This is an optimization exercise on Yosys and OpenROAD, whose aim is small area and a short achievable clock period, not a production implementation.
In this exercise RTL edits were held to simulation tests only and were not proved equivalent to the original.
Power is estimated from default activity; no workload was simulated.

==> 07-24: inputs <==
## fox_xu
module fox_xu (
    input  wire        clk,
    input  wire        rst,           
    input  wire        in_valid,
    input  wire [47:0] in_word,
    output reg         wa_en,
    output reg  [3:0]  wa_idx,
    output reg  [23:0] wa_data,
    output reg         wb_en,
    output reg  [3:0]  wb_idx,
    output reg  [23:0] wb_data,
    output reg         trap,
    output reg  [1:0]  trap_cause,    
    output reg  [4:0]  flg,           
    output reg  [71:0] acc            
);
export LEC_CHECK = 0
export CAP_MARGIN = 35
export CELL_PAD_IN_SITES_DETAIL_PLACEMENT = 1
export CELL_PAD_IN_SITES_GLOBAL_PLACEMENT = 2
export CORE_MARGIN = 2
export CORE_UTILIZATION = 30
export PLACE_DENSITY = 0.5
export SLEW_MARGIN = 30
create_clock -name core_clock -period 21.0 [get_ports {clk}]
standard.sh (not shown) runs the stock make flow with config.mk's settings and CLKGATE_MAP_FILE= SYNTH_SCRIPT=/design/flow/synth_recipe.tcl, a recipe that flattens the netlist after the stock synthesis.
==> flow/flow/run.sh <==
#!/bin/bash
# Layout flow: the standard ORFS flow (standard.sh) from synthesis to the
# final layout, at the design's clock period and constraints, with two
# changes to how the layout is made:
#  - timing repair after placement, CTS and global routing aims for extra
#    setup slack (SETUP_SLACK_MARGIN), so the layout runs faster than the
#    clock period requires;
#  - the input and output port buffers are buf_4 cells.
# The output of each step is in orfs/logs; make's own output in make.log.
set -euo pipefail
cd "$(dirname "$0")/.."
bash standard.sh finish SETUP_SLACK_MARGIN=10 \
    "BUFFER_PORTS_ARGS=-buffer_cell sky130_fd_sc_hd__buf_4" > make.log 2>&1
==> 11-28: changes against 07-24 <==
--- a/flow/flow/run.sh
+++ b/flow/flow/run.sh
@@ -5,9 +5,9 @@
 #  - timing repair after placement, CTS and global routing aims for extra
 #    setup slack (SETUP_SLACK_MARGIN), so the layout runs faster than the
 #    clock period requires;
 #  - the input and output port buffers are buf_4 cells.
 # The output of each step is in orfs/logs; make's own output in make.log.
 set -euo pipefail
 cd "$(dirname "$0")/.."
-bash standard.sh finish SETUP_SLACK_MARGIN=10 \
+bash standard.sh finish SETUP_SLACK_MARGIN=11 \
     "BUFFER_PORTS_ARGS=-buffer_cell sky130_fd_sc_hd__buf_4" > make.log 2>&1
Settings changed: CAP_MARGIN 35 to 20, SLEW_MARGIN 30 to 20.
==> 09-08: changes against 07-24 <==
--- a/flow/design.v
+++ b/flow/design.v
@@ -220,16 +220,16 @@
                      TT_ANDN = 4'b0100, TT_NOT = 4'b0011, TT_A = 4'b1100,
                      TT_B = 4'b1010;
     wire [3:0] tt = ({4{o_and}}             & TT_AND)
                   | ({4{o_or || o_bset}}    & TT_OR)
                   | ({4{o_xor}}             & TT_XOR)
                   | ({4{o_andn || o_bclr}}  & TT_ANDN)
                   | ({4{o_not}}             & TT_NOT)
-                  | ({4{o_mov || (o_abs && !a[23])}} & TT_A)
-                  | ({4{o_movi || o_mvr || o_exa}} & TT_B);
+                  | ({4{o_mov || (o_abs && !a[23]) || (o_mm && take_a)}} & TT_A)
+                  | ({4{o_movi || o_mvr || o_exa || (o_mm && !take_a)}} & TT_B);
     wire [23:0] lu;
     generate
         for (gi = 0; gi < 24; gi = gi + 1) begin : g_lu
             assign lu[gi] = tt[{a[gi], bb[gi]}];
         end
     endgenerate
     wire [1:0]  sk   = opc[1:0];                     
@@ -263,21 +263,19 @@
         clz = 5'd24;
         for (i = 0; i < 24; i = i + 1)
             if (a[i]) clz = 5'd23 - i[4:0];
     end
     wire tfc_holds;
     fox_cond u_tfc (.cond(cc), .flg(flg), .holds(tfc_holds));
     wire s_ar = o_ar || (o_abs && a[23] && !abs_ovf);
-    wire s_lu = o_and || o_or || o_xor || o_andn || o_not || o_mov || o_movi ||
+    wire s_lu = o_mm || o_and || o_or || o_xor || o_andn || o_not || o_mov || o_movi ||
                 o_bset || o_bclr || o_mvr || o_exa || (o_abs && !a[23]);
     always @(*) begin
         d = ({24{s_ar}}    & sum)
           | ({24{s_lu}}    & lu)
-          | ({24{o_mm && take_a}}  & a)
-          | ({24{o_mm && !take_a}} & b)
           | ({24{o_sh}}    & sh_d)
           | ({24{o_clz}}   & {19'd0, clz})
           | ({24{abs_ovf}} & 24'h7FFFFF);
         fmask = 5'b00000;
         if (o_ar)                                            fmask = 5'b01111;
         if (o_mm || o_and || o_or || o_xor || o_andn || o_not || o_clz)
                                                              fmask = 5'b01100;
==> flow/run.sh (new file) <==
#!/bin/bash
# synth_recipe.tcl (not shown) runs the flow's synth.tcl, then flattens the netlist and writes it again
# the make line also repeats each setting of config.mk as NAME=value (left out here)
make -C /OpenROAD-flow-scripts/flow DESIGN_CONFIG=/design/flow/config.mk WORK_HOME=/design/flow/orfs CLKGATE_MAP_FILE= SYNTH_SCRIPT=/design/flow/synth_recipe.tcl finish
Settings changed: CAP_MARGIN 35 to 20, SLEW_MARGIN 30 to 20.
removed: flow/flow/run.sh
removed: flow/standard.sh
==> notes <==
- 09-08 went through all stages and came out clean. 07-24 went through all stages and came out clean. 11-28 reached the layout checks and failed them: capacitance limit.
- Sequential share of layout area: 09-08 > 07-24 > 11-28.
- Area after synthesis is the same in 11-28 and 07-24.
- Register-to-register slack: 11-28 is better than 07-24 (550 ps).
- In 09-08 the clock skew is higher than in 07-24, by 6.7 ps.
- Sequential power is about the same in 11-28 and 09-08.
- First-iteration DRC count, lowest first: 09-08, 07-24, 11-28.
- Combinational power: 09-08 > 11-28 > 07-24.
- Total power, highest first: 09-08, 11-28, 07-24.
==> figures <==
quantity	09-08	11-28	07-24
Routed met1 length	260,100 µm	273,400 µm	271,200 µm
Hold path depth	1	2	2
Final clock period utilization by the worst path	70.66%	49.28%	53.22%
Static leakage power	32.41 nW	39.20 nW	35.56 nW
Clock-pin slew on the worst setup and hold paths	50 ps	60 ps	70 ps
Area taken by flip-flops and latches	12,960 µm²	12,960 µm²	12,960 µm²
Core area	254,400 µm²	256,900 µm²	256,900 µm²
Count of max-cap constraint violations	0	1	0
Gate power share	72.7%	72.3%	72.4%
Unrepaired setup endpoints after global routing	no	yes	no
Synthesized-area fraction occupied by xor and xnor cells	6.406%	6.299%	6.299%
Number of diodes added for antenna fixing	161	175	107
Run status	finished clean	failed layout checks	finished clean
Reasons for failing layout checks	-	capacitance limit	-
WHS Endpoint	m2_v	acc[49]	acc[49]
Min-Delay Startpoint	m1_v	m2_r[49]	m2_r[49]
Count of cell types in the netlist	122	132	132
Overall power after layout	0.01202 W	0.01171 W	0.01162 W

port drivers added, routing unchanged:
No port has a modelled driver above. Below, the same layouts with a new extraction and two added sets of constraints.
Step 1 assumes that a clkbuf_16 drives the clock port and a buf_2 every other input.
Step 2 also shifts input and output timing later by t, the mid clock arrival at the registers, as if the neighbouring blocks saw the same clock.
Three values: no drivers, after step 1, after step 2; two values: the first two.
| run | shift t [ns] | setup WS [ns] | worst register clock-pin slew, ns | worst data-port slew with drivers (ns) |
|---|---|---|---|---|
| 07-24 | 0.901 | 9.825 / 9.821 / 8.919 | 0.08 / 0.08 | 0.23 |
| 11-28 | 0.905 | 10.650 / 10.417 / 9.512 | 0.08 / 0.08 | 0.47 |
| 09-08 | 0.896 | 6.161 / 6.247 / 5.351 | 0.08 / 0.08 | 0.25 |
The setup slack of 11-28, which loses most, moves by -0.233 ns with the drivers and by -1.138 ns with both steps.
